Source: an optimization exercise on an open RTL-to-GDS flow (aim: small area and a short achievable clock period). Production flows keep margins and buffers that such runs may drop.
Function was checked by simulation only, so behaviour that the tests miss may differ from the original.

## flow/config.mk

```make
export PLATFORM = sky130hd
export DESIGN_NAME = ecc80_64
export DESIGN_NICKNAME = ecc80_64
export VERILOG_FILES = /design/flow/design.v
export SDC_FILE = /design/flow/constraint.sdc
export NUM_CORES = 4
export LEC_CHECK = 0
export CAP_MARGIN = 20
export CORE_MARGIN = 2
export CORE_UTILIZATION = 60
export GPL_TIMING_DRIVEN = 0
export SLEW_MARGIN = 20
export SYNTH_HIERARCHICAL = 1
export SYNTH_MINIMUM_KEEP_SIZE = 0
```

## flow/constraint.sdc

```tcl
create_clock -name core_clock -period 10.0 [get_ports {clk}]
set_input_delay 2.0000 -clock core_clock [delete_from_list [all_inputs] [get_ports {clk}]]
set_output_delay 2.0000 -clock core_clock [all_outputs]
set_load 0.01 [all_outputs]
```

## flow/design.v

```verilog
module ecc_x2 (input wire a, input wire b, output wire y);
    assign y = a ^ b;
endmodule
module ecc_xn2 (input wire a, input wire b, output wire y);
    assign y = ~(a ^ b);
endmodule
module ecc_nand4 (input wire [3:0] a, output wire y);
    assign y = ~&a;
endmodule
module ecc_nor2 (input wire a, input wire b, output wire y);
    assign y = ~(a | b);
endmodule
module ecc_nor3 (input wire a, input wire b, input wire c, output wire y);
    assign y = ~(a | b | c);
endmodule
module ecc_nor4 (input wire a, input wire b, input wire c, input wire d, output wire y);
    assign y = ~(a | b | c | d);
endmodule
module ecc_and2 (input wire a, input wire b, output wire y);
    assign y = a & b;
endmodule
module ecc_and3 (input wire a, input wire b, input wire c, output wire y);
    assign y = a & b & c;
endmodule
module ecc_a31oi (input wire a1, input wire a2, input wire a3, input wire b, output wire y);
    assign y = ~((a1 & a2 & a3) | b);
endmodule
module ecc_fix (input wire v, input wire s0, input wire z, output wire y);
    assign y = v ^ (s0 & z);
endmodule
module ecc80_64 (
    input  wire        clk,
    input  wire [63:0] enc_data,
    output reg  [15:0] enc_check,     
    input  wire [79:0] dec_word,
    output reg  [63:0] dec_data,      
    output reg  [1:0]  dec_status,    
    output reg  [3:0]  dec_symbol     
);
    wire xe0;
    ecc_x2  u_xe0 (.a(enc_data[1]), .b(enc_data[8]), .y(xe0));
    wire xe1;
    ecc_x2  u_xe1 (.a(enc_data[2]), .b(enc_data[9]), .y(xe1));
    wire xe2;
    ecc_x2  u_xe2 (.a(xe1), .b(enc_data[16]), .y(xe2));
    wire xe3;
    ecc_x2  u_xe3 (.a(enc_data[3]), .b(enc_data[10]), .y(xe3));
    wire xe4;
    ecc_x2  u_xe4 (.a(enc_data[17]), .b(enc_data[24]), .y(xe4));
    wire xe5;
    ecc_x2  u_xe5 (.a(xe3), .b(xe4), .y(xe5));
    wire xe6;
    ecc_x2  u_xe6 (.a(enc_data[4]), .b(enc_data[11]), .y(xe6));
    wire xe7;
    ecc_x2  u_xe7 (.a(enc_data[18]), .b(enc_data[25]), .y(xe7));
    wire xe8;
    ecc_x2  u_xe8 (.a(xe6), .b(xe7), .y(xe8));
    wire xe9;
    ecc_x2  u_xe9 (.a(xe8), .b(enc_data[32]), .y(xe9));
    wire xe10;
    ecc_x2  u_xe10 (.a(enc_data[5]), .b(enc_data[12]), .y(xe10));
    wire xe11;
    ecc_x2  u_xe11 (.a(enc_data[19]), .b(enc_data[26]), .y(xe11));
    wire xe12;
    ecc_x2  u_xe12 (.a(enc_data[33]), .b(enc_data[40]), .y(xe12));
    wire xe13;
    ecc_x2  u_xe13 (.a(xe10), .b(xe11), .y(xe13));
    wire xe14;
    ecc_x2  u_xe14 (.a(xe13), .b(xe12), .y(xe14));
    wire xe15;
    ecc_x2  u_xe15 (.a(enc_data[6]), .b(enc_data[13]), .y(xe15));
    wire xe16;
    ecc_x2  u_xe16 (.a(enc_data[20]), .b(enc_data[27]), .y(xe16));
    wire xe17;
    ecc_x2  u_xe17 (.a(enc_data[34]), .b(enc_data[41]), .y(xe17));
    wire xe18;
    ecc_x2  u_xe18 (.a(xe15), .b(xe16), .y(xe18));
    wire xe19;
    ecc_x2  u_xe19 (.a(xe17), .b(enc_data[48]), .y(xe19));
    wire xe20;
    ecc_x2  u_xe20 (.a(xe18), .b(xe19), .y(xe20));
    wire xe21;
    ecc_x2  u_xe21 (.a(enc_data[7]), .b(enc_data[14]), .y(xe21));
    wire xe22;
    ecc_x2  u_xe22 (.a(enc_data[21]), .b(enc_data[28]), .y(xe22));
    wire xe23;
    ecc_x2  u_xe23 (.a(enc_data[35]), .b(enc_data[42]), .y(xe23));
    wire xe24;
    ecc_x2  u_xe24 (.a(enc_data[49]), .b(enc_data[56]), .y(xe24));
    wire xe25;
    ecc_x2  u_xe25 (.a(xe21), .b(xe22), .y(xe25));
    wire xe26;
    ecc_x2  u_xe26 (.a(xe23), .b(xe24), .y(xe26));
    wire xe27;
    ecc_x2  u_xe27 (.a(xe25), .b(xe26), .y(xe27));
    wire xe28;
    ecc_x2  u_xe28 (.a(enc_data[15]), .b(enc_data[22]), .y(xe28));
    wire xe29;
    ecc_x2  u_xe29 (.a(enc_data[29]), .b(enc_data[36]), .y(xe29));
    wire xe30;
    ecc_x2  u_xe30 (.a(enc_data[43]), .b(enc_data[50]), .y(xe30));
    wire xe31;
    ecc_x2  u_xe31 (.a(xe28), .b(xe29), .y(xe31));
    wire xe32;
    ecc_x2  u_xe32 (.a(xe30), .b(enc_data[57]), .y(xe32));
    wire xe33;
    ecc_x2  u_xe33 (.a(xe31), .b(xe32), .y(xe33));
    wire xe34;
    ecc_x2  u_xe34 (.a(enc_data[23]), .b(enc_data[30]), .y(xe34));
    wire xe35;
    ecc_x2  u_xe35 (.a(enc_data[37]), .b(enc_data[44]), .y(xe35));
    wire xe36;
    ecc_x2  u_xe36 (.a(enc_data[51]), .b(enc_data[58]), .y(xe36));
    wire xe37;
    ecc_x2  u_xe37 (.a(xe34), .b(xe35), .y(xe37));
    wire xe38;
    ecc_x2  u_xe38 (.a(xe37), .b(xe36), .y(xe38));
    wire xe39;
    ecc_x2  u_xe39 (.a(enc_data[31]), .b(enc_data[38]), .y(xe39));
    wire xe40;
    ecc_x2  u_xe40 (.a(enc_data[45]), .b(enc_data[52]), .y(xe40));
    wire xe41;
    ecc_x2  u_xe41 (.a(xe39), .b(xe40), .y(xe41));
    wire xe42;
    ecc_x2  u_xe42 (.a(xe41), .b(enc_data[59]), .y(xe42));
    wire xe43;
    ecc_x2  u_xe43 (.a(enc_data[39]), .b(enc_data[46]), .y(xe43));
    wire xe44;
    ecc_x2  u_xe44 (.a(enc_data[53]), .b(enc_data[60]), .y(xe44));
    wire xe45;
    ecc_x2  u_xe45 (.a(xe43), .b(xe44), .y(xe45));
    wire xe46;
    ecc_x2  u_xe46 (.a(enc_data[47]), .b(enc_data[54]), .y(xe46));
    wire xe47;
    ecc_x2  u_xe47 (.a(xe46), .b(enc_data[61]), .y(xe47));
    wire xe48;
    ecc_x2  u_xe48 (.a(enc_data[55]), .b(enc_data[62]), .y(xe48));
    wire xe49;
    ecc_x2  u_xe49 (.a(enc_data[0]), .b(enc_data[8]), .y(xe49));
    wire xe50;
    ecc_x2  u_xe50 (.a(enc_data[16]), .b(enc_data[24]), .y(xe50));
    wire xe51;
    ecc_x2  u_xe51 (.a(enc_data[32]), .b(enc_data[40]), .y(xe51));
    wire xe52;
    ecc_x2  u_xe52 (.a(enc_data[48]), .b(enc_data[56]), .y(xe52));
    wire xe53;
    ecc_x2  u_xe53 (.a(xe49), .b(xe50), .y(xe53));
    wire xe54;
    ecc_x2  u_xe54 (.a(xe51), .b(xe52), .y(xe54));
    wire xe55;
    ecc_x2  u_xe55 (.a(xe53), .b(xe54), .y(xe55));
    wire xe56;
    ecc_x2  u_xe56 (.a(enc_data[1]), .b(enc_data[9]), .y(xe56));
    wire xe57;
    ecc_x2  u_xe57 (.a(enc_data[17]), .b(enc_data[25]), .y(xe57));
    wire xe58;
    ecc_x2  u_xe58 (.a(enc_data[33]), .b(enc_data[41]), .y(xe58));
    wire xe59;
    ecc_x2  u_xe59 (.a(enc_data[49]), .b(enc_data[57]), .y(xe59));
    wire xe60;
    ecc_x2  u_xe60 (.a(xe56), .b(xe57), .y(xe60));
    wire xe61;
    ecc_x2  u_xe61 (.a(xe58), .b(xe59), .y(xe61));
    wire xe62;
    ecc_x2  u_xe62 (.a(xe60), .b(xe61), .y(xe62));
    wire xe63;
    ecc_x2  u_xe63 (.a(enc_data[2]), .b(enc_data[10]), .y(xe63));
    wire xe64;
    ecc_x2  u_xe64 (.a(enc_data[18]), .b(enc_data[26]), .y(xe64));
    wire xe65;
    ecc_x2  u_xe65 (.a(enc_data[34]), .b(enc_data[42]), .y(xe65));
    wire xe66;
    ecc_x2  u_xe66 (.a(enc_data[50]), .b(enc_data[58]), .y(xe66));
    wire xe67;
    ecc_x2  u_xe67 (.a(xe63), .b(xe64), .y(xe67));
    wire xe68;
    ecc_x2  u_xe68 (.a(xe65), .b(xe66), .y(xe68));
    wire xe69;
    ecc_x2  u_xe69 (.a(xe67), .b(xe68), .y(xe69));
    wire xe70;
    ecc_x2  u_xe70 (.a(enc_data[3]), .b(enc_data[11]), .y(xe70));
    wire xe71;
    ecc_x2  u_xe71 (.a(enc_data[19]), .b(enc_data[27]), .y(xe71));
    wire xe72;
    ecc_x2  u_xe72 (.a(enc_data[35]), .b(enc_data[43]), .y(xe72));
    wire xe73;
    ecc_x2  u_xe73 (.a(enc_data[51]), .b(enc_data[59]), .y(xe73));
    wire xe74;
    ecc_x2  u_xe74 (.a(xe70), .b(xe71), .y(xe74));
    wire xe75;
    ecc_x2  u_xe75 (.a(xe72), .b(xe73), .y(xe75));
    wire xe76;
    ecc_x2  u_xe76 (.a(xe74), .b(xe75), .y(xe76));
    wire xe77;
    ecc_x2  u_xe77 (.a(enc_data[4]), .b(enc_data[12]), .y(xe77));
    wire xe78;
    ecc_x2  u_xe78 (.a(enc_data[20]), .b(enc_data[28]), .y(xe78));
    wire xe79;
    ecc_x2  u_xe79 (.a(enc_data[36]), .b(enc_data[44]), .y(xe79));
    wire xe80;
    ecc_x2  u_xe80 (.a(enc_data[52]), .b(enc_data[60]), .y(xe80));
    wire xe81;
    ecc_x2  u_xe81 (.a(xe77), .b(xe78), .y(xe81));
    wire xe82;
    ecc_x2  u_xe82 (.a(xe79), .b(xe80), .y(xe82));
    wire xe83;
    ecc_x2  u_xe83 (.a(xe81), .b(xe82), .y(xe83));
    wire xe84;
    ecc_x2  u_xe84 (.a(enc_data[5]), .b(enc_data[13]), .y(xe84));
    wire xe85;
    ecc_x2  u_xe85 (.a(enc_data[21]), .b(enc_data[29]), .y(xe85));
    wire xe86;
    ecc_x2  u_xe86 (.a(enc_data[37]), .b(enc_data[45]), .y(xe86));
    wire xe87;
    ecc_x2  u_xe87 (.a(enc_data[53]), .b(enc_data[61]), .y(xe87));
    wire xe88;
    ecc_x2  u_xe88 (.a(xe84), .b(xe85), .y(xe88));
    wire xe89;
    ecc_x2  u_xe89 (.a(xe86), .b(xe87), .y(xe89));
    wire xe90;
    ecc_x2  u_xe90 (.a(xe88), .b(xe89), .y(xe90));
    wire xe91;
    ecc_x2  u_xe91 (.a(enc_data[6]), .b(enc_data[14]), .y(xe91));
    wire xe92;
    ecc_x2  u_xe92 (.a(enc_data[22]), .b(enc_data[30]), .y(xe92));
    wire xe93;
    ecc_x2  u_xe93 (.a(enc_data[38]), .b(enc_data[46]), .y(xe93));
    wire xe94;
    ecc_x2  u_xe94 (.a(enc_data[54]), .b(enc_data[62]), .y(xe94));
    wire xe95;
    ecc_x2  u_xe95 (.a(xe91), .b(xe92), .y(xe95));
    wire xe96;
    ecc_x2  u_xe96 (.a(xe93), .b(xe94), .y(xe96));
    wire xe97;
    ecc_x2  u_xe97 (.a(xe95), .b(xe96), .y(xe97));
    wire xe98;
    ecc_x2  u_xe98 (.a(enc_data[7]), .b(enc_data[15]), .y(xe98));
    wire xe99;
    ecc_x2  u_xe99 (.a(enc_data[23]), .b(enc_data[31]), .y(xe99));
    wire xe100;
    ecc_x2  u_xe100 (.a(enc_data[39]), .b(enc_data[47]), .y(xe100));
    wire xe101;
    ecc_x2  u_xe101 (.a(enc_data[55]), .b(enc_data[63]), .y(xe101));
    wire xe102;
    ecc_x2  u_xe102 (.a(xe98), .b(xe99), .y(xe102));
    wire xe103;
    ecc_x2  u_xe103 (.a(xe100), .b(xe101), .y(xe103));
    wire xe104;
    ecc_x2  u_xe104 (.a(xe102), .b(xe103), .y(xe104));
    wire xe105;
    ecc_x2  u_xe105 (.a(xe42), .b(xe69), .y(xe105));
    wire xe106;
    ecc_x2  u_xe106 (.a(xe47), .b(xe76), .y(xe106));
    wire xe107;
    ecc_x2  u_xe107 (.a(xe48), .b(xe83), .y(xe107));
    wire xe108;
    ecc_x2  u_xe108 (.a(xe38), .b(xe62), .y(xe108));
    wire xe109;
    ecc_x2  u_xe109 (.a(xe45), .b(xe106), .y(xe109));
    wire xe110;
    ecc_x2  u_xe110 (.a(xe105), .b(xe109), .y(xe110));
    wire xe111;
    ecc_x2  u_xe111 (.a(xe90), .b(xe107), .y(xe111));
    wire xe112;
    ecc_x2  u_xe112 (.a(xe55), .b(xe108), .y(xe112));
    wire xe113;
    ecc_x2  u_xe113 (.a(xe33), .b(xe112), .y(xe113));
    wire xe114;
    ecc_x2  u_xe114 (.a(enc_data[63]), .b(xe111), .y(xe114));
    wire xe115;
    ecc_x2  u_xe115 (.a(xe97), .b(xe114), .y(xe115));
    wire xe116;
    ecc_x2  u_xe116 (.a(xe27), .b(xe110), .y(xe116));
    wire xe117;
    ecc_x2  u_xe117 (.a(xe104), .b(xe115), .y(xe117));
    wire xe118;
    ecc_x2  u_xe118 (.a(xe20), .b(xe113), .y(xe118));
    wire xe119;
    ecc_x2  u_xe119 (.a(enc_data[0]), .b(xe117), .y(xe119));
    wire xe120;
    ecc_x2  u_xe120 (.a(xe0), .b(xe20), .y(xe120));
    wire xe121;
    ecc_x2  u_xe121 (.a(xe5), .b(xe118), .y(xe121));
    wire xe122;
    ecc_x2  u_xe122 (.a(xe2), .b(xe116), .y(xe122));
    wire xe123;
    ecc_x2  u_xe123 (.a(xe9), .b(xe27), .y(xe123));
    wire xe124;
    ecc_x2  u_xe124 (.a(xe120), .b(xe123), .y(xe124));
    wire xe125;
    ecc_x2  u_xe125 (.a(xe9), .b(xe113), .y(xe125));
    wire xe126;
    ecc_x2  u_xe126 (.a(xe14), .b(xe110), .y(xe126));
    wire xe127;
    ecc_x2  u_xe127 (.a(xe110), .b(xe120), .y(xe127));
    wire xe128;
    ecc_x2  u_xe128 (.a(xe116), .b(xe125), .y(xe128));
    wire xe129;
    ecc_x2  u_xe129 (.a(xe14), .b(xe118), .y(xe129));
    wire xe130;
    ecc_x2  u_xe130 (.a(xe113), .b(xe126), .y(xe130));
    wire xe131;
    ecc_x2  u_xe131 (.a(xe122), .b(xe129), .y(xe131));
    wire xe132;
    ecc_x2  u_xe132 (.a(xe116), .b(xe121), .y(xe132));
    wire xe133;
    ecc_x2  u_xe133 (.a(xe117), .b(xe127), .y(xe133));
    wire xe134;
    ecc_x2  u_xe134 (.a(xe47), .b(xe124), .y(xe134));
    wire xe135;
    ecc_x2  u_xe135 (.a(xe106), .b(xe124), .y(xe135));
    wire xe136;
    ecc_x2  u_xe136 (.a(enc_data[0]), .b(xe115), .y(xe136));
    wire xe137;
    ecc_x2  u_xe137 (.a(xe114), .b(xe128), .y(xe137));
    wire xe138;
    ecc_x2  u_xe138 (.a(xe130), .b(xe136), .y(xe138));
    wire xe139;
    ecc_x2  u_xe139 (.a(xe62), .b(xe122), .y(xe139));
    wire xe140;
    ecc_x2  u_xe140 (.a(xe105), .b(xe121), .y(xe140));
    wire xe141;
    ecc_x2  u_xe141 (.a(xe42), .b(xe121), .y(xe141));
    wire xe142;
    ecc_x2  u_xe142 (.a(xe115), .b(xe128), .y(xe142));
    wire xe143;
    ecc_x2  u_xe143 (.a(xe119), .b(xe134), .y(xe143));
    wire xe144;
    ecc_x2  u_xe144 (.a(xe112), .b(xe133), .y(xe144));
    wire xe145;
    ecc_x2  u_xe145 (.a(xe83), .b(xe131), .y(xe145));
    wire xe146;
    ecc_x2  u_xe146 (.a(xe119), .b(xe122), .y(xe146));
    wire xe147;
    ecc_x2  u_xe147 (.a(xe119), .b(xe135), .y(xe147));
    wire xe148;
    ecc_x2  u_xe148 (.a(xe107), .b(xe132), .y(xe148));
    wire xe149;
    ecc_x2  u_xe149 (.a(xe111), .b(xe132), .y(xe149));
    wire xe150;
    ecc_x2  u_xe150 (.a(xe119), .b(xe139), .y(xe150));
    wire xe151;
    ecc_x2  u_xe151 (.a(xe119), .b(xe130), .y(xe151));
    wire xe152;
    ecc_x2  u_xe152 (.a(xe108), .b(xe133), .y(xe152));
    wire [15:0] enc_c = {xe151, xe142, xe149, xe145, xe143, xe140, xe146, xe152, xe138, xe137, xe148, xe131, xe147, xe141, xe150, xe144};
    always @(posedge clk)
        enc_check <= enc_c;
    wire xs0;
    ecc_x2  u_xs0 (.a(dec_word[54]), .b(dec_word[75]), .y(xs0));
    wire xs1;
    ecc_x2  u_xs1 (.a(dec_word[47]), .b(dec_word[68]), .y(xs1));
    wire xs2;
    ecc_x2  u_xs2 (.a(xs0), .b(xs1), .y(xs2));
    wire xs3;
    ecc_x2  u_xs3 (.a(dec_word[31]), .b(dec_word[45]), .y(xs3));
    wire xs4;
    ecc_x2  u_xs4 (.a(dec_word[51]), .b(dec_word[72]), .y(xs4));
    wire xs5;
    ecc_x2  u_xs5 (.a(dec_word[55]), .b(dec_word[62]), .y(xs5));
    wire xs6;
    ecc_x2  u_xs6 (.a(dec_word[46]), .b(dec_word[67]), .y(xs6));
    wire xs7;
    ecc_x2  u_xs7 (.a(dec_word[59]), .b(dec_word[73]), .y(xs7));
    wire xs8;
    ecc_x2  u_xs8 (.a(dec_word[53]), .b(dec_word[74]), .y(xs8));
    wire xs9;
    ecc_x2  u_xs9 (.a(dec_word[29]), .b(dec_word[43]), .y(xs9));
    wire xs10;
    ecc_x2  u_xs10 (.a(dec_word[50]), .b(dec_word[64]), .y(xs10));
    wire xs11;
    ecc_x2  u_xs11 (.a(dec_word[30]), .b(dec_word[44]), .y(xs11));
    wire xs12;
    ecc_x2  u_xs12 (.a(dec_word[23]), .b(dec_word[58]), .y(xs12));
    wire xs13;
    ecc_x2  u_xs13 (.a(dec_word[38]), .b(dec_word[66]), .y(xs13));
    wire xs14;
    ecc_x2  u_xs14 (.a(dec_word[15]), .b(dec_word[57]), .y(xs14));
    wire xs15;
    ecc_x2  u_xs15 (.a(dec_word[39]), .b(dec_word[60]), .y(xs15));
    wire xs16;
    ecc_x2  u_xs16 (.a(dec_word[37]), .b(dec_word[65]), .y(xs16));
    wire xs17;
    ecc_x2  u_xs17 (.a(dec_word[22]), .b(dec_word[36]), .y(xs17));
    wire xs18;
    ecc_x2  u_xs18 (.a(dec_word[69]), .b(dec_word[76]), .y(xs18));
    wire xs19;
    ecc_x2  u_xs19 (.a(xs10), .b(xs17), .y(xs19));
    wire xs20;
    ecc_x2  u_xs20 (.a(xs3), .b(xs13), .y(xs20));
    wire xs21;
    ecc_x2  u_xs21 (.a(xs5), .b(xs18), .y(xs21));
    wire xs22;
    ecc_x2  u_xs22 (.a(xs4), .b(xs11), .y(xs22));
    wire xs23;
    ecc_x2  u_xs23 (.a(xs12), .b(xs16), .y(xs23));
    wire xs24;
    ecc_x2  u_xs24 (.a(dec_word[52]), .b(xs7), .y(xs24));
    wire xs25;
    ecc_x2  u_xs25 (.a(xs8), .b(xs15), .y(xs25));
    wire xs26;
    ecc_x2  u_xs26 (.a(xs9), .b(xs14), .y(xs26));
    wire xs27;
    ecc_x2  u_xs27 (.a(xs22), .b(xs23), .y(xs27));
    wire xs28;
    ecc_x2  u_xs28 (.a(xs19), .b(xs26), .y(xs28));
    wire xs29;
    ecc_x2  u_xs29 (.a(xs20), .b(xs24), .y(xs29));
    wire xs30;
    ecc_x2  u_xs30 (.a(dec_word[70]), .b(dec_word[77]), .y(xs30));
    wire xs31;
    ecc_x2  u_xs31 (.a(dec_word[71]), .b(dec_word[78]), .y(xs31));
    wire xs32;
    ecc_x2  u_xs32 (.a(dec_word[61]), .b(dec_word[79]), .y(xs32));
    wire xs33;
    ecc_x2  u_xs33 (.a(xs6), .b(xs25), .y(xs33));
    wire xs34;
    ecc_x2  u_xs34 (.a(xs2), .b(xs21), .y(xs34));
    wire xs35;
    ecc_x2  u_xs35 (.a(dec_word[21]), .b(dec_word[61]), .y(xs35));
    wire xs36;
    ecc_x2  u_xs36 (.a(dec_word[63]), .b(xs30), .y(xs36));
    wire xs37;
    ecc_x2  u_xs37 (.a(xs27), .b(xs28), .y(xs37));
    wire xs38;
    ecc_x2  u_xs38 (.a(xs28), .b(xs34), .y(xs38));
    wire xs39;
    ecc_x2  u_xs39 (.a(xs29), .b(xs33), .y(xs39));
    wire xs40;
    ecc_x2  u_xs40 (.a(dec_word[44]), .b(dec_word[76]), .y(xs40));
    wire xs41;
    ecc_x2  u_xs41 (.a(dec_word[19]), .b(dec_word[27]), .y(xs41));
    wire xs42;
    ecc_x2  u_xs42 (.a(dec_word[52]), .b(dec_word[68]), .y(xs42));
    wire xs43;
    ecc_x2  u_xs43 (.a(dec_word[49]), .b(dec_word[56]), .y(xs43));
    wire xs44;
    ecc_x2  u_xs44 (.a(dec_word[45]), .b(dec_word[77]), .y(xs44));
    wire xs45;
    ecc_x2  u_xs45 (.a(dec_word[0]), .b(dec_word[8]), .y(xs45));
    wire xs46;
    ecc_x2  u_xs46 (.a(dec_word[53]), .b(dec_word[69]), .y(xs46));
    wire xs47;
    ecc_x2  u_xs47 (.a(dec_word[35]), .b(dec_word[43]), .y(xs47));
    wire xs48;
    ecc_x2  u_xs48 (.a(dec_word[20]), .b(dec_word[48]), .y(xs48));
    wire xs49;
    ecc_x2  u_xs49 (.a(dec_word[14]), .b(dec_word[78]), .y(xs49));
    wire xs50;
    ecc_x2  u_xs50 (.a(dec_word[23]), .b(dec_word[79]), .y(xs50));
    wire xs51;
    ecc_x2  u_xs51 (.a(dec_word[4]), .b(dec_word[18]), .y(xs51));
    wire xs52;
    ecc_x2  u_xs52 (.a(dec_word[12]), .b(dec_word[40]), .y(xs52));
    wire xs53;
    ecc_x2  u_xs53 (.a(dec_word[51]), .b(dec_word[75]), .y(xs53));
    wire xs54;
    ecc_x2  u_xs54 (.a(dec_word[25]), .b(dec_word[49]), .y(xs54));
    wire xs55;
    ecc_x2  u_xs55 (.a(dec_word[7]), .b(dec_word[55]), .y(xs55));
    wire xs56;
    ecc_x2  u_xs56 (.a(dec_word[10]), .b(dec_word[24]), .y(xs56));
    wire xs57;
    ecc_x2  u_xs57 (.a(dec_word[63]), .b(dec_word[71]), .y(xs57));
    wire xs58;
    ecc_x2  u_xs58 (.a(dec_word[6]), .b(dec_word[22]), .y(xs58));
    wire xs59;
    ecc_x2  u_xs59 (.a(dec_word[33]), .b(dec_word[65]), .y(xs59));
    wire xs60;
    ecc_x2  u_xs60 (.a(dec_word[28]), .b(dec_word[36]), .y(xs60));
    wire xs61;
    ecc_x2  u_xs61 (.a(dec_word[4]), .b(dec_word[20]), .y(xs61));
    wire xs62;
    ecc_x2  u_xs62 (.a(dec_word[3]), .b(dec_word[59]), .y(xs62));
    wire xs63;
    ecc_x2  u_xs63 (.a(dec_word[24]), .b(dec_word[32]), .y(xs63));
    wire xs64;
    ecc_x2  u_xs64 (.a(dec_word[50]), .b(dec_word[66]), .y(xs64));
    wire xs65;
    ecc_x2  u_xs65 (.a(dec_word[56]), .b(dec_word[64]), .y(xs65));
    wire xs66;
    ecc_x2  u_xs66 (.a(dec_word[17]), .b(dec_word[57]), .y(xs66));
    wire xs67;
    ecc_x2  u_xs67 (.a(dec_word[2]), .b(dec_word[74]), .y(xs67));
    wire xs68;
    ecc_x2  u_xs68 (.a(dec_word[13]), .b(dec_word[37]), .y(xs68));
    wire xs69;
    ecc_x2  u_xs69 (.a(dec_word[34]), .b(dec_word[42]), .y(xs69));
    wire xs70;
    ecc_x2  u_xs70 (.a(dec_word[15]), .b(dec_word[31]), .y(xs70));
    wire xs71;
    ecc_x2  u_xs71 (.a(dec_word[6]), .b(dec_word[41]), .y(xs71));
    wire xs72;
    ecc_x2  u_xs72 (.a(dec_word[26]), .b(dec_word[58]), .y(xs72));
    wire xs73;
    ecc_x2  u_xs73 (.a(dec_word[39]), .b(dec_word[47]), .y(xs73));
    wire xs74;
    ecc_x2  u_xs74 (.a(dec_word[54]), .b(dec_word[62]), .y(xs74));
    wire xs75;
    ecc_x2  u_xs75 (.a(dec_word[19]), .b(dec_word[33]), .y(xs75));
    wire xs76;
    ecc_x2  u_xs76 (.a(dec_word[7]), .b(dec_word[42]), .y(xs76));
    wire xs77;
    ecc_x2  u_xs77 (.a(dec_word[41]), .b(dec_word[73]), .y(xs77));
    wire xs78;
    ecc_x2  u_xs78 (.a(dec_word[48]), .b(dec_word[72]), .y(xs78));
    wire xs79;
    ecc_x2  u_xs79 (.a(dec_word[14]), .b(dec_word[35]), .y(xs79));
    wire xs80;
    ecc_x2  u_xs80 (.a(dec_word[10]), .b(dec_word[18]), .y(xs80));
    wire xs81;
    ecc_x2  u_xs81 (.a(dec_word[13]), .b(dec_word[27]), .y(xs81));
    wire xs82;
    ecc_x2  u_xs82 (.a(dec_word[1]), .b(dec_word[9]), .y(xs82));
    wire xs83;
    ecc_x2  u_xs83 (.a(dec_word[32]), .b(dec_word[63]), .y(xs83));
    wire xs84;
    ecc_x2  u_xs84 (.a(dec_word[30]), .b(dec_word[38]), .y(xs84));
    wire xs85;
    ecc_x2  u_xs85 (.a(dec_word[5]), .b(dec_word[26]), .y(xs85));
    wire xs86;
    ecc_x2  u_xs86 (.a(dec_word[12]), .b(dec_word[60]), .y(xs86));
    wire xs87;
    ecc_x2  u_xs87 (.a(dec_word[2]), .b(dec_word[16]), .y(xs87));
    wire xs88;
    ecc_x2  u_xs88 (.a(dec_word[11]), .b(dec_word[25]), .y(xs88));
    wire xs89;
    ecc_x2  u_xs89 (.a(dec_word[1]), .b(dec_word[8]), .y(xs89));
    wire xs90;
    ecc_x2  u_xs90 (.a(dec_word[3]), .b(dec_word[17]), .y(xs90));
    wire xs91;
    ecc_x2  u_xs91 (.a(dec_word[5]), .b(dec_word[29]), .y(xs91));
    wire xs92;
    ecc_x2  u_xs92 (.a(dec_word[0]), .b(dec_word[61]), .y(xs92));
    wire xs93;
    ecc_x2  u_xs93 (.a(dec_word[46]), .b(dec_word[70]), .y(xs93));
    wire xs94;
    ecc_x2  u_xs94 (.a(dec_word[16]), .b(dec_word[40]), .y(xs94));
    wire xs95;
    ecc_x2  u_xs95 (.a(dec_word[11]), .b(dec_word[67]), .y(xs95));
    wire xs96;
    ecc_x2  u_xs96 (.a(dec_word[34]), .b(xs48), .y(xs96));
    wire xs97;
    ecc_x2  u_xs97 (.a(xs30), .b(xs83), .y(xs97));
    wire xs98;
    ecc_x2  u_xs98 (.a(xs63), .b(xs65), .y(xs98));
    wire xs99;
    ecc_x2  u_xs99 (.a(xs70), .b(xs73), .y(xs99));
    wire xs100;
    ecc_x2  u_xs100 (.a(xs32), .b(xs56), .y(xs100));
    wire xs101;
    ecc_x2  u_xs101 (.a(xs35), .b(xs46), .y(xs101));
    wire xs102;
    ecc_x2  u_xs102 (.a(dec_word[28]), .b(xs43), .y(xs102));
    wire xs103;
    ecc_x2  u_xs103 (.a(xs32), .b(xs71), .y(xs103));
    wire xs104;
    ecc_x2  u_xs104 (.a(xs72), .b(xs80), .y(xs104));
    wire xs105;
    ecc_x2  u_xs105 (.a(xs59), .b(xs66), .y(xs105));
    wire xs106;
    ecc_x2  u_xs106 (.a(xs64), .b(xs69), .y(xs106));
    wire xs107;
    ecc_x2  u_xs107 (.a(xs58), .b(xs74), .y(xs107));
    wire xs108;
    ecc_x2  u_xs108 (.a(xs50), .b(xs55), .y(xs108));
    wire xs109;
    ecc_x2  u_xs109 (.a(xs41), .b(xs47), .y(xs109));
    wire xs110;
    ecc_x2  u_xs110 (.a(xs60), .b(xs61), .y(xs110));
    wire xs111;
    ecc_x2  u_xs111 (.a(xs42), .b(xs86), .y(xs111));
    wire xs112;
    ecc_x2  u_xs112 (.a(xs44), .b(xs68), .y(xs112));
    wire xs113;
    ecc_x2  u_xs113 (.a(xs78), .b(xs94), .y(xs113));
    wire xs114;
    ecc_x2  u_xs114 (.a(xs54), .b(xs82), .y(xs114));
    wire xs115;
    ecc_x2  u_xs115 (.a(xs53), .b(xs62), .y(xs115));
    wire xs116;
    ecc_x2  u_xs116 (.a(xs49), .b(xs84), .y(xs116));
    wire xs117;
    ecc_x2  u_xs117 (.a(xs31), .b(xs87), .y(xs117));
    wire xs118;
    ecc_x2  u_xs118 (.a(xs35), .b(xs79), .y(xs118));
    wire xs119;
    ecc_x2  u_xs119 (.a(xs52), .b(xs75), .y(xs119));
    wire xs120;
    ecc_x2  u_xs120 (.a(xs31), .b(xs85), .y(xs120));
    wire xs121;
    ecc_x2  u_xs121 (.a(dec_word[9]), .b(xs32), .y(xs121));
    wire xs122;
    ecc_x2  u_xs122 (.a(xs31), .b(xs89), .y(xs122));
    wire xs123;
    ecc_x2  u_xs123 (.a(xs6), .b(xs90), .y(xs123));
    wire xs124;
    ecc_x2  u_xs124 (.a(xs51), .b(xs88), .y(xs124));
    wire xs125;
    ecc_x2  u_xs125 (.a(xs101), .b(xs112), .y(xs125));
    wire xs126;
    ecc_x2  u_xs126 (.a(xs110), .b(xs111), .y(xs126));
    wire xs127;
    ecc_x2  u_xs127 (.a(xs77), .b(xs114), .y(xs127));
    wire xs128;
    ecc_x2  u_xs128 (.a(xs45), .b(xs98), .y(xs128));
    wire xs129;
    ecc_x2  u_xs129 (.a(xs67), .b(xs106), .y(xs129));
    wire xs130;
    ecc_x2  u_xs130 (.a(xs2), .b(xs25), .y(xs130));
    wire xs131;
    ecc_x2  u_xs131 (.a(xs109), .b(xs115), .y(xs131));
    wire xs132;
    ecc_x2  u_xs132 (.a(xs57), .b(xs108), .y(xs132));
    wire xs133;
    ecc_x2  u_xs133 (.a(xs21), .b(xs36), .y(xs133));
    wire xs134;
    ecc_x2  u_xs134 (.a(xs81), .b(xs103), .y(xs134));
    wire xs135;
    ecc_x2  u_xs135 (.a(xs93), .b(xs116), .y(xs135));
    wire xs136;
    ecc_x2  u_xs136 (.a(xs76), .b(xs102), .y(xs136));
    wire xs137;
    ecc_x2  u_xs137 (.a(xs97), .b(xs124), .y(xs137));
    wire xs138;
    ecc_x2  u_xs138 (.a(xs117), .b(xs121), .y(xs138));
    wire xs139;
    ecc_x2  u_xs139 (.a(xs2), .b(xs96), .y(xs139));
    wire xs140;
    ecc_x2  u_xs140 (.a(xs36), .b(xs92), .y(xs140));
    wire xs141;
    ecc_x2  u_xs141 (.a(xs100), .b(xs123), .y(xs141));
    wire xs142;
    ecc_x2  u_xs142 (.a(xs119), .b(xs120), .y(xs142));
    wire xs143;
    ecc_x2  u_xs143 (.a(xs27), .b(xs133), .y(xs143));
    wire xs144;
    ecc_x2  u_xs144 (.a(xs134), .b(xs139), .y(xs144));
    wire xs145;
    ecc_x2  u_xs145 (.a(xs130), .b(xs141), .y(xs145));
    wire xs146;
    ecc_x2  u_xs146 (.a(xs29), .b(xs138), .y(xs146));
    wire xs147;
    ecc_x2  u_xs147 (.a(xs27), .b(xs142), .y(xs147));
    wire xs148;
    ecc_x2  u_xs148 (.a(xs33), .b(xs34), .y(xs148));
    wire xs149;
    ecc_x2  u_xs149 (.a(xs95), .b(xs131), .y(xs149));
    wire xs150;
    ecc_x2  u_xs150 (.a(xs40), .b(xs126), .y(xs150));
    wire xs151;
    ecc_x2  u_xs151 (.a(xs113), .b(xs128), .y(xs151));
    wire xs152;
    ecc_x2  u_xs152 (.a(xs29), .b(xs137), .y(xs152));
    wire xs153;
    ecc_x2  u_xs153 (.a(xs104), .b(xs129), .y(xs153));
    wire xs154;
    ecc_x2  u_xs154 (.a(xs91), .b(xs125), .y(xs154));
    wire xs155;
    ecc_x2  u_xs155 (.a(xs99), .b(xs132), .y(xs155));
    wire xs156;
    ecc_x2  u_xs156 (.a(xs118), .b(xs136), .y(xs156));
    wire xs157;
    ecc_x2  u_xs157 (.a(xs105), .b(xs127), .y(xs157));
    wire xs158;
    ecc_x2  u_xs158 (.a(xs107), .b(xs135), .y(xs158));
    wire xs159;
    ecc_x2  u_xs159 (.a(xs38), .b(xs140), .y(xs159));
    wire xs160;
    ecc_x2  u_xs160 (.a(xs122), .b(xs143), .y(xs160));
    wire xs161;
    ecc_x2  u_xs161 (.a(xs37), .b(xs145), .y(xs161));
    wire xs162;
    ecc_x2  u_xs162 (.a(xs39), .b(xs147), .y(xs162));
    wire xs163;
    ecc_x2  u_xs163 (.a(xs38), .b(xs146), .y(xs163));
    wire xs164;
    ecc_x2  u_xs164 (.a(xs148), .b(xs156), .y(xs164));
    wire xs165;
    ecc_x2  u_xs165 (.a(xs37), .b(xs152), .y(xs165));
    wire xs166;
    ecc_x2  u_xs166 (.a(xs39), .b(xs144), .y(xs166));
    wire [7:0] s0 = {xs155, xs158, xs154, xs150, xs149, xs153, xs157, xs151};
    wire [7:0] s0f = s0;
    wire [7:0] s1 = {xs164, xs166, xs162, xs165, xs161, xs163, xs160, xs159};
    wire xt0;
    ecc_x2  u_xt0 (.a(s0[6]), .b(s0[7]), .y(xt0));
    wire xt1;
    ecc_x2  u_xt1 (.a(s0[4]), .b(s0[5]), .y(xt1));
    wire xt2;
    ecc_x2  u_xt2 (.a(s0[3]), .b(s0[7]), .y(xt2));
    wire xt3;
    ecc_x2  u_xt3 (.a(s0[0]), .b(s0[6]), .y(xt3));
    wire xt4;
    ecc_x2  u_xt4 (.a(s0[1]), .b(s0[5]), .y(xt4));
    wire xt5;
    ecc_x2  u_xt5 (.a(s0[3]), .b(s0[4]), .y(xt5));
    wire xt6;
    ecc_x2  u_xt6 (.a(s0[2]), .b(xt0), .y(xt6));
    wire xt7;
    ecc_x2  u_xt7 (.a(s0[1]), .b(s0[2]), .y(xt7));
    wire xt8;
    ecc_x2  u_xt8 (.a(xt1), .b(xt3), .y(xt8));
    wire xt9;
    ecc_x2  u_xt9 (.a(xt0), .b(xt4), .y(xt9));
    wire xt10;
    ecc_x2  u_xt10 (.a(s0[3]), .b(xt1), .y(xt10));
    wire xt11;
    ecc_x2  u_xt11 (.a(s0[2]), .b(xt5), .y(xt11));
    wire xt12;
    ecc_x2  u_xt12 (.a(s0[2]), .b(s1[3]), .y(xt12));
    wire xt13;
    ecc_x2  u_xt13 (.a(s0[7]), .b(s1[2]), .y(xt13));
    wire xt14;
    ecc_x2  u_xt14 (.a(xt2), .b(xt7), .y(xt14));
    wire xt15;
    ecc_x2  u_xt15 (.a(s0[3]), .b(s0[6]), .y(xt15));
    wire xt16;
    ecc_x2  u_xt16 (.a(s1[3]), .b(xt0), .y(xt16));
    wire xt17;
    ecc_x2  u_xt17 (.a(s0[1]), .b(xt5), .y(xt17));
    wire xt18;
    ecc_x2  u_xt18 (.a(xt3), .b(xt7), .y(xt18));
    wire xt19;
    ecc_x2  u_xt19 (.a(s0[4]), .b(s1[2]), .y(xt19));
    wire xt20;
    ecc_x2  u_xt20 (.a(s1[3]), .b(xt1), .y(xt20));
    wire xt21;
    ecc_x2  u_xt21 (.a(s0[0]), .b(s0[2]), .y(xt21));
    wire xt22;
    ecc_x2  u_xt22 (.a(s1[2]), .b(xt2), .y(xt22));
    wire xt23;
    ecc_xn2 u_xt23 (.a(s0[1]), .b(s1[1]), .y(xt23));
    wire xt24;
    ecc_xn2 u_xt24 (.a(s0[6]), .b(s1[0]), .y(xt24));
    wire xt25;
    ecc_xn2 u_xt25 (.a(s0[7]), .b(s1[7]), .y(xt25));
    wire xt26;
    ecc_x2  u_xt26 (.a(s0[5]), .b(xt3), .y(xt26));
    wire xt27;
    ecc_xn2 u_xt27 (.a(s0[4]), .b(s1[7]), .y(xt27));
    wire xt28;
    ecc_x2  u_xt28 (.a(xt1), .b(xt21), .y(xt28));
    wire xt29;
    ecc_xn2 u_xt29 (.a(s1[4]), .b(xt2), .y(xt29));
    wire xt30;
    ecc_x2  u_xt30 (.a(s1[2]), .b(xt4), .y(xt30));
    wire xt31;
    ecc_xn2 u_xt31 (.a(s0[5]), .b(s1[6]), .y(xt31));
    wire xt32;
    ecc_xn2 u_xt32 (.a(s0[0]), .b(s1[1]), .y(xt32));
    wire xt33;
    ecc_xn2 u_xt33 (.a(s1[2]), .b(xt3), .y(xt33));
    wire xt34;
    ecc_xn2 u_xt34 (.a(s0[6]), .b(s1[1]), .y(xt34));
    wire xt35;
    ecc_xn2 u_xt35 (.a(s0[0]), .b(s1[0]), .y(xt35));
    wire xt36;
    ecc_x2  u_xt36 (.a(s0[0]), .b(xt2), .y(xt36));
    wire xt37;
    ecc_xn2 u_xt37 (.a(s1[5]), .b(xt2), .y(xt37));
    wire xt38;
    ecc_xn2 u_xt38 (.a(s0[5]), .b(s1[5]), .y(xt38));
    wire xt39;
    ecc_xn2 u_xt39 (.a(s1[6]), .b(xt2), .y(xt39));
    wire xt40;
    ecc_x2  u_xt40 (.a(s1[4]), .b(xt4), .y(xt40));
    wire xt41;
    ecc_x2  u_xt41 (.a(s0[0]), .b(s1[3]), .y(xt41));
    wire xt42;
    ecc_xn2 u_xt42 (.a(s1[0]), .b(xt2), .y(xt42));
    wire xt43;
    ecc_x2  u_xt43 (.a(s0[5]), .b(xt15), .y(xt43));
    wire xt44;
    ecc_xn2 u_xt44 (.a(s0[5]), .b(s1[0]), .y(xt44));
    wire xt45;
    ecc_xn2 u_xt45 (.a(s0[6]), .b(s1[7]), .y(xt45));
    wire xt46;
    ecc_xn2 u_xt46 (.a(s0[7]), .b(s1[1]), .y(xt46));
    wire xt47;
    ecc_xn2 u_xt47 (.a(s1[7]), .b(xt2), .y(xt47));
    wire xt48;
    ecc_xn2 u_xt48 (.a(s0[3]), .b(s1[3]), .y(xt48));
    wire xt49;
    ecc_xn2 u_xt49 (.a(s0[4]), .b(s1[4]), .y(xt49));
    wire xt50;
    ecc_xn2 u_xt50 (.a(s1[1]), .b(xt2), .y(xt50));
    wire xt51;
    ecc_xn2 u_xt51 (.a(s0[4]), .b(s1[5]), .y(xt51));
    wire xt52;
    ecc_xn2 u_xt52 (.a(s0[4]), .b(s1[6]), .y(xt52));
    wire xt53;
    ecc_xn2 u_xt53 (.a(s0[4]), .b(s1[1]), .y(xt53));
    wire xt54;
    ecc_x2  u_xt54 (.a(s1[2]), .b(xt0), .y(xt54));
    wire xt55;
    ecc_xn2 u_xt55 (.a(s0[6]), .b(s1[6]), .y(xt55));
    wire xt56;
    ecc_xn2 u_xt56 (.a(s0[5]), .b(s1[7]), .y(xt56));
    wire xt57;
    ecc_xn2 u_xt57 (.a(s0[2]), .b(s1[2]), .y(xt57));
    wire xt58;
    ecc_xn2 u_xt58 (.a(s0[4]), .b(s1[0]), .y(xt58));
    wire xt59;
    ecc_xn2 u_xt59 (.a(s0[7]), .b(s1[0]), .y(xt59));
    wire xt60;
    ecc_xn2 u_xt60 (.a(s0[5]), .b(s1[1]), .y(xt60));
    wire xt61;
    ecc_xn2 u_xt61 (.a(s0[7]), .b(xt12), .y(xt61));
    wire xt62;
    ecc_xn2 u_xt62 (.a(s1[4]), .b(xt11), .y(xt62));
    wire xt63;
    ecc_xn2 u_xt63 (.a(s1[7]), .b(xt8), .y(xt63));
    wire xt64;
    ecc_xn2 u_xt64 (.a(s1[4]), .b(xt10), .y(xt64));
    wire xt65;
    ecc_xn2 u_xt65 (.a(xt17), .b(xt54), .y(xt65));
    wire xt66;
    ecc_xn2 u_xt66 (.a(s1[0]), .b(xt6), .y(xt66));
    wire xt67;
    ecc_xn2 u_xt67 (.a(s1[7]), .b(xt11), .y(xt67));
    wire xt68;
    ecc_xn2 u_xt68 (.a(s1[5]), .b(xt9), .y(xt68));
    wire xt69;
    ecc_xn2 u_xt69 (.a(xt5), .b(xt16), .y(xt69));
    wire xt70;
    ecc_xn2 u_xt70 (.a(s1[3]), .b(xt26), .y(xt70));
    wire xt71;
    ecc_xn2 u_xt71 (.a(xt15), .b(xt30), .y(xt71));
    wire xt72;
    ecc_xn2 u_xt72 (.a(xt12), .b(xt36), .y(xt72));
    wire xt73;
    ecc_xn2 u_xt73 (.a(xt17), .b(xt41), .y(xt73));
    wire xt74;
    ecc_xn2 u_xt74 (.a(s1[5]), .b(xt6), .y(xt74));
    wire xt75;
    ecc_xn2 u_xt75 (.a(s1[6]), .b(xt14), .y(xt75));
    wire xt76;
    ecc_xn2 u_xt76 (.a(s0[6]), .b(xt19), .y(xt76));
    wire xt77;
    ecc_xn2 u_xt77 (.a(s1[6]), .b(xt9), .y(xt77));
    wire xt78;
    ecc_xn2 u_xt78 (.a(s1[5]), .b(xt14), .y(xt78));
    wire xt79;
    ecc_xn2 u_xt79 (.a(s1[4]), .b(xt14), .y(xt79));
    wire xt80;
    ecc_xn2 u_xt80 (.a(s1[1]), .b(xt6), .y(xt80));
    wire xt81;
    ecc_xn2 u_xt81 (.a(s0[7]), .b(xt20), .y(xt81));
    wire xt82;
    ecc_xn2 u_xt82 (.a(s1[0]), .b(xt9), .y(xt82));
    wire xt83;
    ecc_xn2 u_xt83 (.a(xt12), .b(xt43), .y(xt83));
    wire xt84;
    ecc_xn2 u_xt84 (.a(s1[0]), .b(xt8), .y(xt84));
    wire xt85;
    ecc_xn2 u_xt85 (.a(s0[1]), .b(xt13), .y(xt85));
    wire xt86;
    ecc_xn2 u_xt86 (.a(s1[7]), .b(xt6), .y(xt86));
    wire xt87;
    ecc_xn2 u_xt87 (.a(xt6), .b(xt19), .y(xt87));
    wire xt88;
    ecc_xn2 u_xt88 (.a(s1[4]), .b(xt8), .y(xt88));
    wire xt89;
    ecc_xn2 u_xt89 (.a(s1[6]), .b(xt8), .y(xt89));
    wire xt90;
    ecc_xn2 u_xt90 (.a(s0[5]), .b(xt13), .y(xt90));
    wire xt91;
    ecc_xn2 u_xt91 (.a(s0[5]), .b(xt22), .y(xt91));
    wire xt92;
    ecc_xn2 u_xt92 (.a(s1[1]), .b(xt9), .y(xt92));
    wire xt93;
    ecc_xn2 u_xt93 (.a(s1[4]), .b(xt6), .y(xt93));
    wire xt94;
    ecc_xn2 u_xt94 (.a(s0[1]), .b(xt16), .y(xt94));
    wire xt95;
    ecc_xn2 u_xt95 (.a(s1[1]), .b(xt8), .y(xt95));
    wire xt96;
    ecc_xn2 u_xt96 (.a(xt13), .b(xt28), .y(xt96));
    wire xt97;
    ecc_xn2 u_xt97 (.a(s1[7]), .b(xt9), .y(xt97));
    wire xt98;
    ecc_xn2 u_xt98 (.a(s1[6]), .b(xt6), .y(xt98));
    wire xt99;
    ecc_xn2 u_xt99 (.a(s1[7]), .b(xt10), .y(xt99));
    wire xt100;
    ecc_xn2 u_xt100 (.a(s1[5]), .b(xt11), .y(xt100));
    wire xt101;
    ecc_xn2 u_xt101 (.a(s1[6]), .b(xt11), .y(xt101));
    wire xt102;
    ecc_xn2 u_xt102 (.a(s1[5]), .b(xt8), .y(xt102));
    wire xt103;
    ecc_xn2 u_xt103 (.a(s1[4]), .b(xt18), .y(xt103));
    wire xt104;
    ecc_xn2 u_xt104 (.a(xt7), .b(xt20), .y(xt104));
    wire xt105;
    ecc_xn2 u_xt105 (.a(s1[0]), .b(xt10), .y(xt105));
    wire xt106;
    ecc_xn2 u_xt106 (.a(s1[6]), .b(xt10), .y(xt106));
    wire xt107;
    ecc_xn2 u_xt107 (.a(s1[5]), .b(xt18), .y(xt107));
    wire xt108;
    ecc_xn2 u_xt108 (.a(s1[5]), .b(xt10), .y(xt108));
    wire xt109;
    ecc_xn2 u_xt109 (.a(s1[4]), .b(xt9), .y(xt109));
    wire xt110;
    ecc_xn2 u_xt110 (.a(s0[0]), .b(xt40), .y(xt110));
    wire [7:0] tn0 = {xt25, xt55, xt38, xt49, xt48, xt57, xt23, xt35};
    wire [7:0] tn1 = {xt45, xt31, xt51, xt29, xt61, xt85, xt32, xt59};
    wire [7:0] tn2 = {xt56, xt52, xt37, xt93, xt94, xt33, xt46, xt24};
    wire [7:0] tn3 = {xt27, xt39, xt74, xt109, xt70, xt90, xt34, xt44};
    wire [7:0] tn4 = {xt47, xt98, xt68, xt88, xt81, xt76, xt60, xt58};
    wire [7:0] tn5 = {xt86, xt77, xt102, xt64, xt69, xt91, xt53, xt42};
    wire [7:0] tn6 = {xt97, xt89, xt108, xt62, xt83, xt87, xt50, xt66};
    wire [7:0] tn7 = {xt63, xt106, xt100, xt79, xt104, xt71, xt80, xt82};
    wire [7:0] tn8 = {xt99, xt101, xt78, xt103, xt73, xt96, xt92, xt84};
    wire [7:0] tn9 = {xt67, xt75, xt107, xt110, xt72, xt65, xt95, xt105};
    wire [79:0] tn = {tn9, tn8, tn7, tn6, tn5, tn4, tn3, tn2, tn1, tn0};
    wire [9:0] na, nb;
    genvar g;
    generate
        for (g = 0; g < 10; g = g + 1) begin : g_z
            ecc_nand4 u_na (.a(tn[8*g +: 4]), .y(na[g]));
            ecc_nand4 u_nb (.a(tn[8*g+4 +: 4]), .y(nb[g]));
        end
    endgenerate
    wire [9:0] z;
    generate
        for (g = 0; g < 10; g = g + 1) begin : g_zz
            ecc_nor2 u_z (.a(na[g]), .b(nb[g]), .y(z[g]));
        end
    endgenerate
    wire [63:0] fixed;
    generate
        for (g = 0; g < 64; g = g + 1) begin : g_fix
            ecc_fix u_fix (.v(dec_word[g]), .s0(s0f[g % 8]), .z(z[g / 8]), .y(fixed[g]));
        end
    endgenerate
    wire [9:0] zs;
    generate
        for (g = 0; g < 10; g = g + 1) begin : g_zs
            ecc_nor2 u_zs (.a(na[g]), .b(nb[g]), .y(zs[g]));
        end
    endgenerate
    wire n0123, n4567, n89, n024, n68, n015, n489, n0123b;
    ecc_nor4 u_n0123 (.a(zs[0]), .b(zs[1]), .c(zs[2]), .d(zs[3]), .y(n0123));
    ecc_nor4 u_n4567 (.a(zs[4]), .b(zs[5]), .c(zs[6]), .d(zs[7]), .y(n4567));
    ecc_nor2 u_n89   (.a(zs[8]), .b(zs[9]), .y(n89));
    ecc_nor3 u_n024  (.a(zs[0]), .b(zs[2]), .c(zs[4]), .y(n024));
    ecc_nor2 u_n68   (.a(zs[6]), .b(zs[8]), .y(n68));
    ecc_nor3 u_n015  (.a(zs[0]), .b(zs[1]), .c(zs[5]), .y(n015));
    ecc_nor3 u_n489  (.a(zs[4]), .b(zs[8]), .c(zs[9]), .y(n489));
    wire [3:0] symbol;
    wire       unc, s0z, corr;
    ecc_and2 u_sy0 (.a(n024),  .b(n68),   .y(symbol[0]));
    ecc_and2 u_sy1 (.a(n015),  .b(n489),  .y(symbol[1]));
    ecc_and2 u_sy2 (.a(n0123), .b(n89),   .y(symbol[2]));
    ecc_and2 u_sy3 (.a(n0123), .b(n4567), .y(symbol[3]));
    ecc_and3 u_unc (.a(n0123), .b(n4567), .c(n89), .y(unc));
    assign s0z = ~|s0f;
    ecc_a31oi u_corr (.a1(n0123), .a2(n4567), .a3(n89), .b(s0z), .y(corr));
    always @(posedge clk) begin
        dec_data   <= fixed;
        dec_status <= {unc, corr};
        dec_symbol <= symbol;
    end
endmodule
```

## flow/flow/run.sh

```bash
#!/bin/bash
# The standard layout (standard.sh), with these changes:
#  - the port buffers are sky130_fd_sc_hd__buf_1 instead of the delay-buffer
#    cell buffer_ports picks by default;
#  - timing repair after CTS aims for 5 ns of setup slack at the design's
#    10 ns clock (a shorter achieved period);
#  - no further timing repair after global routing.
# Make's output goes to flow_cts.log and flow_finish.log, each ORFS step's
# to orfs/logs/.
set -euo pipefail
BP="BUFFER_PORTS_ARGS=-buffer_cell sky130_fd_sc_hd__buf_1"
bash standard.sh "$BP" SETUP_SLACK_MARGIN=5 cts > flow_cts.log 2>&1
bash standard.sh "$BP" SKIP_INCREMENTAL_REPAIR=1 finish > flow_finish.log 2>&1
```

## flow/standard.sh

```bash
#!/bin/bash
# synth_recipe.tcl (not shown) runs the flow's synth.tcl, then flattens the netlist and writes it again
# the make line also repeats each setting of config.mk as NAME=value (left out here)
make -C /OpenROAD-flow-scripts/flow DESIGN_CONFIG=/design/flow/config.mk WORK_HOME=/design/flow/orfs CLKGATE_MAP_FILE= SYNTH_SCRIPT=/design/flow/synth_recipe.tcl "${@:-finish}"
```

==> summary.txt <==
[layout make-up]
type / count / area, µm²
multi-input combinational: 614 / 5250
fill: 809 / 2460
sequential: 86 / 1720
timing repair buffer: 247 / 1010
tap: 140 / 175
clock buffer: 9 / 124
clock inverter: 7 / 57.6
[Yosys stat by module, one instance, submodules excluded, a selection]
module | flip-flops and latches | cells | cell area (µm²) | times used
ecc_and3 | 0 | 1 | 6.26 | 1
ecc_nor3 | 0 | 1 | 10.0 | 3
ecc_xn2 | 0 | 1 | 8.76 | 80
ecc_x2 | 0 | 1 | 8.76 | 351
ecc80_64 | 86 | 89 | 1740 | 1
ecc_nor4 | 0 | 1 | 12.5 | 2
ecc_and2 | 0 | 1 | 6.26 | 4
ecc_a31oi | 0 | 1 | 6.26 | 1
[layout by cell type (no fill, tap or decap), drive strengths merged]
cell type | Yosys | layout
clkbuf | 0 | 9
or4 | 2 | 2
nor4 | 2 | 2
a31oi | 1 | 1
buf | 0 | 247
xnor2 | 144 | 144
nand4 | 20 | 20
clkinvlp | 0 | 2
inv | 0 | 2
and2 | 4 | 4
dfxtp | 86 | 86
and3 | 1 | 1
xor2 | 351 | 352
nor3 | 3 | 3
clkinv | 0 | 3
nand2 | 64 | 64
nor2 | 21 | 21
[registers in the layout, summed over array words and instances (netlist names)]
register,count
dec_status,2
dec_symbol,4
dec_data,64
enc_check,16
[power by group through the flow]
stage	clock network (mW)	registers [mW]	logic, mW
after global routing	0.249	0.471	2.92
after floorplan	0	0.508	1.96
after global placement	0	0.472	2.38
after CTS	0.234	0.466	2.68
final	0.231	0.466	2.70
after detailed placement	0	0.474	2.48
[per-layer routing]
metal,global-route usage [%],share of wire [%]
met1,39.6,39
met2,57.1,50
met3,6.99,8.0
met4,14.1,2.9
met5,0,0
[cell families after synthesis]
logic type	count (synthesis)
AOI/OAI and AO/OA	1
and+or+nand+nor	117
xor gates and xnor gates	495
DFF	86
[how the worst max path moves through the flow]
| stage | from | end | slack [ns] | cells past startpoint |
|---|---|---|---|---|
| after detailed placement | dec_word[4] | dec_data[59]$_DFF_P_ | 3.66 | 12 |
| after CTS | dec_word[27] | dec_data[61]$_DFF_P_ | 5.02 | 12 |
| after global placement | dec_word[50] | dec_data[58]$_DFF_P_ | 3.69 | 12 |
| after global routing | dec_word[27] | dec_data[50]$_DFF_P_ | 4.69 | 12 |
| final | dec_word[27] | dec_data[49]$_DFF_P_ | 4.91 | 12 |
| after floorplan | dec_word[61] | dec_data[42]$_DFF_P_ | 5.04 | 11 |
[per-stage QoR]
| step | utilization [%] | setup WS (ns) |
|---|---|---|
| 6_report | 77.2 | 4.91 |
| 5_1_grt | 77.2 | 4.69 |
| 4_1_cts | 77.2 | 5.02 |
| 3_5_place_dp | 72.7 | 3.66 |
| 3_3_place_gp | 72.1 | 3.69 |
| 2_1_floorplan | - | 5.04 |
==> results.json <==
{
  "status": "timing/DRC/antenna clean",
  "power.ir.vdd_worst_mv": 0.287,
  "h-tree-depth": 3,
  "p_sw_share_pct": 50.1,
  "p_leak_nw": 3.13,
  "setup_viol": 0,
  "avgSynthCellArea_um2": 9.45,
  "cts_tree": "built",
  "syn_area_um2": 6610,
  "netlist_top_cells_count": "xor2_1 (351), xnor2_1 (144), dfxtp_1 (86)",
  "syn_nets": 844,
  "combPwrFrac_pct": 79.5,
  "ys_ff_latch": 86,
  "layout_worst_path_cycle_share_pct": 50.9,
  "seq_power_share_pct": 13.7,
  "grt_pass1_vias": 5605,
  "required_ns": 10.26,
  "overflow": 0,
  "yosys.area.top_type": "xor2_1",
  "drtAntennaViolNets": 0,
  "cap_violations": 0,
  "post_cts_buffers": 15,
  "p_sw_mw": 1.70,
  "slowest_delay_ns": 0.49,
  "grt_max_degree": 17,
  "synth_cell_types": 12,
  "whs_ns": 1.90,
  "fp.dieW_um": 109,
  "first_pass_iters": 5,
  "yosys.area_share.simple_pct": 8.25,
  "cts_buffer_depth": 2,
  "post_cts_resized": 27,
  "die_h_um": 109,
  "vias": 5514,
  "core-area_um2": 10800,
  "crit_top_cell": "xor2_1",
  "holdPathEnd": "dec_data[21]$_DFF_P_",
  "viasPerCell": 5.00,
  "ys_seq_area_share_pct": 26.1,
  "final_area_um2": 8340,
  "synth_mux_area_share_pct": 0,
  "cts_sinks": 86,
  "antenna_found_initial": 0,
  "synth_xor_area_share_pct": 65.6,
  "slew_violations": 0,
  "drt-initial-drc-count": 302,
  "path_buf_inv": 1,
  "slew-limit-headroom_pct": 47.7,
  "hold_viol": 0,
  "synthTopCellsByArea": "xor2_1 (47%), dfxtp_1 (26%), xnor2_1 (19%)",
  "crit_chain": "buf_1 -> xor2_1 -> xor2_1 -> xor2_1 -> xor2_4 -> xor2_1 -> xor2_1 -> xnor2_1 -> nand4_1 -> nor2_4 -> nand2_1 -> xnor2_1",
  "grtUsageTotal_pct": 33.1,
  "worstPathArrival_ns": 5.36,
  "route.detailed.drc": 0,
  "area_delta_synth_final_pct": 26.1,
  "root_buffer": "clkbuf_8",
  "dp_hpwl_um": 15100,
  "dp.cells": 1071,
  "wl_per_cell_um": 17.4,
  "start_util_pct": 61.2,
  "nNetsFinal": 1103,
  "place.gp.congestion": 0.941,
  "async_flop_share_pct": 0,
  "holdCritStartpoint": "dec_word[21]",
  "numCtsBuffers": 9,
  "synthCells": 699,
  "tns_ns": 0,
  "yosys_warnings": 7,
  "hold_path_depth": 2,
  "clkPwrFrac_pct": 6.8,
  "core.rowCount": 38,
  "fin_cells": 1103,
  "die_area_um2": 11900,
  "power_density_nw_per_um2": 408,
  "layout-drive-gt1-share_pct": 7.58,
  "synth-adder-area-share_pct": 0,
  "synth_top_cell_area_share_pct": 46.5,
  "crit_family": "XOR/XNOR gates",
  "antenna_cells": 0,
  "hp-class": "in -> reg",
  "min_period_ns": 5.09,
  "io_buffers": 230,
  "cts_hold_buf": 0,
  "drt-total-wl_um": 19200,
  "synth_compound_area_share_pct": 0.0947,
  "place_area_um2": 7840,
  "num_io_pins": 231,
  "ys.flop_type": "dfxtp_1",
  "worstPathMaxFanout": 8,
  "critical_path.endpoint_type": "flip-flop",
  "synth.most_common_cell": "xor2_1",
  "crit_path_start_kind": "input port",
  "synth_top_family_by_area": "XOR/XNOR gates",
  "clkTransAtPathRegs_ns": 0.09,
  "critical_path_class": "in -> reg",
  "p_int_mw": 1.70,
  "fin_total_pwr_mw": 3.40,
  "max_freq_mhz": 196,
  "synth-edff-count": 0,
  "cp_slowest_cell": "xor2_1",
  "tightest_slew_ns": 0.783,
  "grt_pass1_wl_um": 28800
}

separate check: timing with driven ports:
The results above use ideal ports. As a check the final layout listed here was re-extracted and re-timed, cells and wires unchanged.
Step 1 sets driving cells, clkbuf_16 on the clock port and buf_2 on the other inputs (assumed; they add their load-dependent delay and slew).
Step 2 times the ports against the registers' clock, not the clock port: input delays grow and output delays shrink by t, the midpoint of the rising clock arrivals with the driver on.
Slacks: no drivers / after step 1 / after step 2; pairs: no drivers / after step 1.
t, ns: 0.419
slack for setup (ns): 4.908 / 4.922 / 4.502
latest minus earliest clock arrival (ns): 0.017 / 0.017
After both steps setup and hold are still met in this run. For this run, drivers alone change the setup slack by +0.014 ns; drivers and shift together by -0.406 ns.
